This is an optimization exercise on Yosys and OpenROAD, whose aim is small area, a short achievable clock period and few clock cycles per item, not a production implementation.
The RTL was checked by simulation tests, not by an equivalence proof against the original design.
No activity file was given, so power comes from the tool's default toggle rates.

Design idior_fec_rx, start of the top module:
module idior_fec_rx (
  input  wire        clk,
  input  wire        rst,           
  input  wire        in_valid,
  output wire        in_ready,
  input  wire [63:0] in_data,       
  output wire        out_valid,
  input  wire        out_ready,
  output reg  [63:0] out_data,      
  output wire        out_last,
  output reg  [1:0]  out_fix_even,  
  output reg         out_bad_even,  
  output reg  [1:0]  out_fix_odd,
  output reg         out_bad_odd,
  output reg         out_crc_ok
);
  function automatic [7:0] gf_mul(input [7:0] a, input [7:0] b);
    reg [7:0] p;
    reg [7:0] aa;
    integer i;
    begin
      p  = 8'h00;
      aa = a;
      for (i = 0; i < 8; i = i + 1) begin
        if (b[i]) p = p ^ aa;
        aa = {aa[6:0], 1'b0} ^ (aa[7] ? 8'h1d : 8'h00);
      end
      gf_mul = p;
    end
  endfunction
  function automatic [7:0] gf_sq(input [7:0] a);
    begin
      gf_sq = (a[0] ? 8'h01 : 8'h00) ^
            (a[1] ? 8'h04 : 8'h00) ^
            (a[2] ? 8'h10 : 8'h00) ^
            (a[3] ? 8'h40 : 8'h00) ^
            (a[4] ? 8'h1d : 8'h00) ^
            (a[5] ? 8'h74 : 8'h00) ^
            (a[6] ? 8'hcd : 8'h00) ^
            (a[7] ? 8'h13 : 8'h00);
    end
  endfunction
  function automatic [7:0] gf_inv(input [7:0] a);
    reg [654:0] t;
    reg [7:0] y;
    begin
      t[0] = ~a[3];
      t[1] = ~a[1];
      t[2] = ~a[4];
      t[3] = a[0] | a[1];
      t[4] = t[2] & t[3];
      t[5] = a[3] | ~(a[2]);
      t[6] = t[2] & t[5];
      t[7] = t[0] & ~(t[3]);
      t[8] = t[4] | t[6];
      t[9] = a[2] | ~(a[3]);
      t[10] = a[0] & ~(a[1]);
  ...
Size: roughly 8,500 cells after synthesis, ~140 I/O pins, roughly 100,000 µm² of cells after synthesis.
export LEC_CHECK = 0
export CAP_MARGIN = 20
export CORE_MARGIN = 2
export CORE_UTILIZATION = 50
export SLEW_MARGIN = 20
create_clock -name core_clock -period 12.0 [get_ports {clk}]
standard.sh (not shown) runs the stock make flow with config.mk's settings and CLKGATE_MAP_FILE= SYNTH_SCRIPT=/design/flow/synth_recipe.tcl, a recipe that flattens the netlist after the stock synthesis.
==> flow/flow/run.sh <==
#!/bin/bash
# The standard layout (the standard.sh, unchanged synthesis), with the
# timing repair steps asked to leave a setup margin: the design is still laid
# out and signed off at the design's clock period, but the repair keeps
# improving the critical paths beyond what that period alone requires.
set -euo pipefail
export SETUP_SLACK_MARGIN=8.4
bash standard.sh finish > standard_flow.log 2>&1
The baseline completed with no timing, DRC or antenna violations.
Testbench counts at the start, summed over its fixed seeds: cycles 6,720, items 384.
Next try:
--- a/flow/flow/run.sh
+++ b/flow/flow/run.sh
@@ -5,4 +5,4 @@
 # improving the critical paths beyond what that period alone requires.
 set -euo pipefail
-export SETUP_SLACK_MARGIN=8.4
+export SETUP_SLACK_MARGIN=8.5
 bash standard.sh finish > standard_flow.log 2>&1
--- a/flow/config.mk
+++ b/flow/config.mk
@@ -8,4 +8,6 @@
 export CAP_MARGIN = 20
 export CORE_MARGIN = 2
-export CORE_UTILIZATION = 50
+export CORE_UTILIZATION = 65
+export CTS_CLUSTER_DIAMETER = 60
+export CTS_CLUSTER_SIZE = 30
 export SLEW_MARGIN = 20
What happened: Clock power is lower by about 25%; cell area is lower by 1.7%; worst setup slack improves by 0.034 ns; wire length drops by 5.2%; register-to-register slack degrades by 0.03 ns; final cell count is lower by about 7%; die area came out lower by about 23%; global-route usage rises by 7.8 points; hold slack improves by 0.0045 ns; clock-buffer cell count went down by 129.
Next try:
--- a/flow/flow/run.sh
+++ b/flow/flow/run.sh
@@ -5,4 +5,4 @@
 # improving the critical paths beyond what that period alone requires.
 set -euo pipefail
-export SETUP_SLACK_MARGIN=8.5
+export SETUP_SLACK_MARGIN=8.7
 bash standard.sh finish > standard_flow.log 2>&1
--- a/flow/config.mk
+++ b/flow/config.mk
@@ -9,5 +9,5 @@
 export CORE_MARGIN = 2
 export CORE_UTILIZATION = 65
-export CTS_CLUSTER_DIAMETER = 60
-export CTS_CLUSTER_SIZE = 30
+export CTS_CLUSTER_DIAMETER = 66
+export CTS_CLUSTER_SIZE = 32
 export SLEW_MARGIN = 20
The new run finished clean.
Clock-buffer cell count drops by 8.
Utilization climbs by 1.3 points.
Setup slack improved by 0.027 ns.
Next try:
--- a/flow/flow/run.sh
+++ b/flow/flow/run.sh
@@ -5,4 +5,4 @@
 # improving the critical paths beyond what that period alone requires.
 set -euo pipefail
-export SETUP_SLACK_MARGIN=8.7
+export SETUP_SLACK_MARGIN=8.5
 bash standard.sh finish > standard_flow.log 2>&1
--- a/flow/config.mk
+++ b/flow/config.mk
@@ -9,5 +9,5 @@
 export CORE_MARGIN = 2
 export CORE_UTILIZATION = 65
-export CTS_CLUSTER_DIAMETER = 66
-export CTS_CLUSTER_SIZE = 32
+export CTS_CLUSTER_DIAMETER = 70
+export CTS_CLUSTER_SIZE = 34
 export SLEW_MARGIN = 20
=> The changed run went through all stages and came out clean; wire length fell by 4.5%; clock-buffer cell count fell by 1; sequential power rose by about 0.4%; clock skew fell by 0.0060 ns; utilization fell by 1.6 points; sequential share of layout area rose by 1.1 points.
Next try:
--- a/flow/flow/run.sh
+++ b/flow/flow/run.sh
@@ -5,4 +5,4 @@
 # improving the critical paths beyond what that period alone requires.
 set -euo pipefail
-export SETUP_SLACK_MARGIN=8.5
+export SETUP_SLACK_MARGIN=8.3
 bash standard.sh finish > standard_flow.log 2>&1
Result:
- maximum frequency fell by 1.7%
- clock-buffer cell count fell by 8
- setup slack loses 0.065 ns
- die area does not change
- wire length fell by 0.54%

* * *

idior_fec_rx, a different RTL version from the one above (not shown whole).
Size: roughly 140 I/O pins, ~100,000 sq um of cells after synthesis.
Settings: LEC_CHECK=0, CAP_MARGIN=20, CORE_MARGIN=2, CORE_UTILIZATION=50, CTS_CLUSTER_DIAMETER=60, CTS_CLUSTER_SIZE=30, SLEW_MARGIN=20; clock period 12.0 ns.
==> flow/flow/run.sh <==
#!/bin/bash
# The standard layout (the standard.sh, unchanged synthesis), with the
# timing repair steps asked to leave a setup margin: the design is still laid
# out and signed off at the design's clock period, but the repair keeps
# improving the critical paths beyond what that period alone requires.
set -euo pipefail
export SETUP_SLACK_MARGIN=8.3
bash standard.sh finish > standard_flow.log 2>&1
The starting point completed without violations.
Testbench counts at the start, summed over its fixed seeds: cycles 6,720, items 384.
==> next run, changes <==
- CTS_CLUSTER_DIAMETER: 60 -> unset
- CTS_CLUSTER_SIZE: 30 -> unset
What happened:
- worst setup slack gets better by 0.0053 ns
- design area climbs by about 1.2%
- via count climbs by about 1%
- maximum frequency barely changes
- register-to-register slack barely changes
- wire length climbs by 0.57%
- utilization climbs by 0.67 points
- global-route usage climbs by 0.21 points
- first-iteration DRC count drops by about 3%
- area after synthesis is unchanged
- sequential power is about the same

* * *

== the reference run ==
idior_fec_rx again, from the RTL that the note above started with.
make LEC_CHECK=0 CAP_MARGIN=20 CORE_MARGIN=2 CORE_UTILIZATION=50 SLEW_MARGIN=20 finish   # period 12.0 ns
run.sh (not shown) runs the stock make flow with config.mk's settings and CLKGATE_MAP_FILE= SYNTH_SCRIPT=/design/flow/synth_recipe.tcl, a recipe that flattens the netlist after the stock synthesis.
Stock flow here: none of the scripts above is used.
Testbench counts of the reference run, summed over its fixed seeds: cycles 6,720, items 384.
#### Input delta (the trial run over the reference run)
==> flow/flow/run.sh (new file) <==
#!/bin/bash
# The standard layout (the standard.sh, unchanged synthesis), with the
# timing repair steps asked to leave a setup margin: the design is still laid
# out and signed off at the design's clock period, but the repair keeps
# improving the critical paths beyond what that period alone requires.
set -euo pipefail
export SETUP_SLACK_MARGIN=7.8
bash standard.sh finish > standard_flow.log 2>&1
==> flow/standard.sh (new file) <==
#!/bin/bash
# synth_recipe.tcl (not shown) runs the flow's synth.tcl, then flattens the netlist and writes it again
# the make line also repeats each setting of config.mk as NAME=value (left out here)
make -C /OpenROAD-flow-scripts/flow DESIGN_CONFIG=/design/flow/config.mk WORK_HOME=/design/flow/orfs CLKGATE_MAP_FILE= SYNTH_SCRIPT=/design/flow/synth_recipe.tcl "${@:-finish}"
removed: flow/run.sh
[summary]
From the reference run to the trial run the numbers moved as follows: via count has increased; clock-buffer cell count has increased; detailed-router iteration count before antenna repair has remained practically unchanged.

* * *

== job 105 ==
Another version of the RTL of idior_fec_rx (not shown whole).
Size: about 8400 cells after synthesis, ~2000 flip-flops, about 140 I/O pins, ~100000 um^2 of cells after synthesis.
==> flow/config.mk <==
export PLATFORM = sky130hd
export DESIGN_NAME = idior_fec_rx
export DESIGN_NICKNAME = idior_fec_rx
export VERILOG_FILES = /design/flow/design.v
export SDC_FILE = /design/flow/constraint.sdc
export NUM_CORES = 4
export LEC_CHECK = 0
export CAP_MARGIN = 20
export CORE_MARGIN = 2
export CORE_UTILIZATION = 65
export CTS_CLUSTER_DIAMETER = 70
export CTS_CLUSTER_SIZE = 34
export SLEW_MARGIN = 20
==> flow/constraint.sdc <==
create_clock -name core_clock -period 12.0 [get_ports {clk}]
set_input_delay 2.4000 -clock core_clock [delete_from_list [all_inputs] [get_ports {clk}]]
set_output_delay 2.4000 -clock core_clock [all_outputs]
set_load 0.01 [all_outputs]
standard.sh (not shown) runs the stock make flow with config.mk's settings and CLKGATE_MAP_FILE= SYNTH_SCRIPT=/design/flow/synth_recipe.tcl, a recipe that flattens the netlist after the stock synthesis.
==> flow/flow/run.sh <==
#!/bin/bash
# The standard layout (the standard.sh, unchanged synthesis), with the
# timing repair steps asked to leave a setup margin: the design is still laid
# out and signed off at the design's clock period, but the repair keeps
# improving the critical paths beyond what that period alone requires.
set -euo pipefail
export SETUP_SLACK_MARGIN=8.5
bash standard.sh finish > standard_flow.log 2>&1
Testbench counts of job 105, summed over its fixed seeds: cycles 6,720, items 384.
--- input diff job 105..job 102 ---
# job 105
export LEC_CHECK = 0
export CAP_MARGIN = 20
export CORE_MARGIN = 2
export CORE_UTILIZATION = 65
export CTS_CLUSTER_DIAMETER = 70
export CTS_CLUSTER_SIZE = 34
export SLEW_MARGIN = 20
create_clock -name core_clock -period 12.0 [get_ports {clk}]
# job 102
export LEC_CHECK = 0
export CAP_MARGIN = 20
export CORE_MARGIN = 2
export CORE_UTILIZATION = 75
export CTS_CLUSTER_DIAMETER = 60
export CTS_CLUSTER_SIZE = 30
export SLEW_MARGIN = 20
create_clock -name core_clock -period 12.0 [get_ports {clk}]
Job 102 — placement row count 7.0% lower, job 105 as reference
Tool error GRT-0232 stopped job 102 during global routing (5_1_grt); no final results.
Of job 102 and job 105, it is job 102 that has the higher effective utilization at floorplan.
Against job 105, job 102 comes in about 7% lower on die extent in x.

[afterwards: timing with drivers on the ports]
The results above use ideal ports. As a check the final layouts listed here were re-extracted and re-timed, cells and wires unchanged.
Step 1, drivers: a clkbuf_16 drives clk and a buf_2 each remaining input, both assumed.
Step 2 also shifts input and output timing later by t, the mid clock arrival at the registers, as if the neighbouring blocks saw the same clock.
a / b / c = no drivers / after step 1 / after step 2; a / b = the first two.
run	t (ns)	setup WS [ns]	latest minus earliest clock arrival (ns)	worst data-port slew with drivers (ns)
the first run of note 1	0.947	8.178 / 8.087 / 7.453	0.090 / 0.090	0.17
the second run of note 1	0.870	8.211 / 8.130 / 7.606	0.118 / 0.118	0.17
the third run of note 1	0.848	8.238 / 8.146 / 7.672	0.092 / 0.092	0.17
the fourth run of note 1	0.864	8.260 / 8.168 / 7.635	0.114 / 0.115	0.18
the fifth run of note 1	0.849	8.194 / 8.164 / 7.464	0.092 / 0.093	0.15
the first run of note 2	0.910	8.054 / 7.962 / 7.489	0.058 / 0.058	0.20
the second run of note 2	0.917	8.059 / 7.970 / 7.323	0.068 / 0.068	0.21
the reference run	0.942	6.119 / 6.186 / 5.244	0.097 / 0.097	0.20
the trial run	0.918	7.753 / 7.776 / 6.899	0.072 / 0.071	0.24
job 105	0.867	8.208 / 8.119 / 7.689	0.104 / 0.104	0.16
After both steps setup and hold are still met in every run listed. The setup slack of the reference run, which loses most, moves by +0.067 ns with the drivers and by -0.875 ns with both steps.
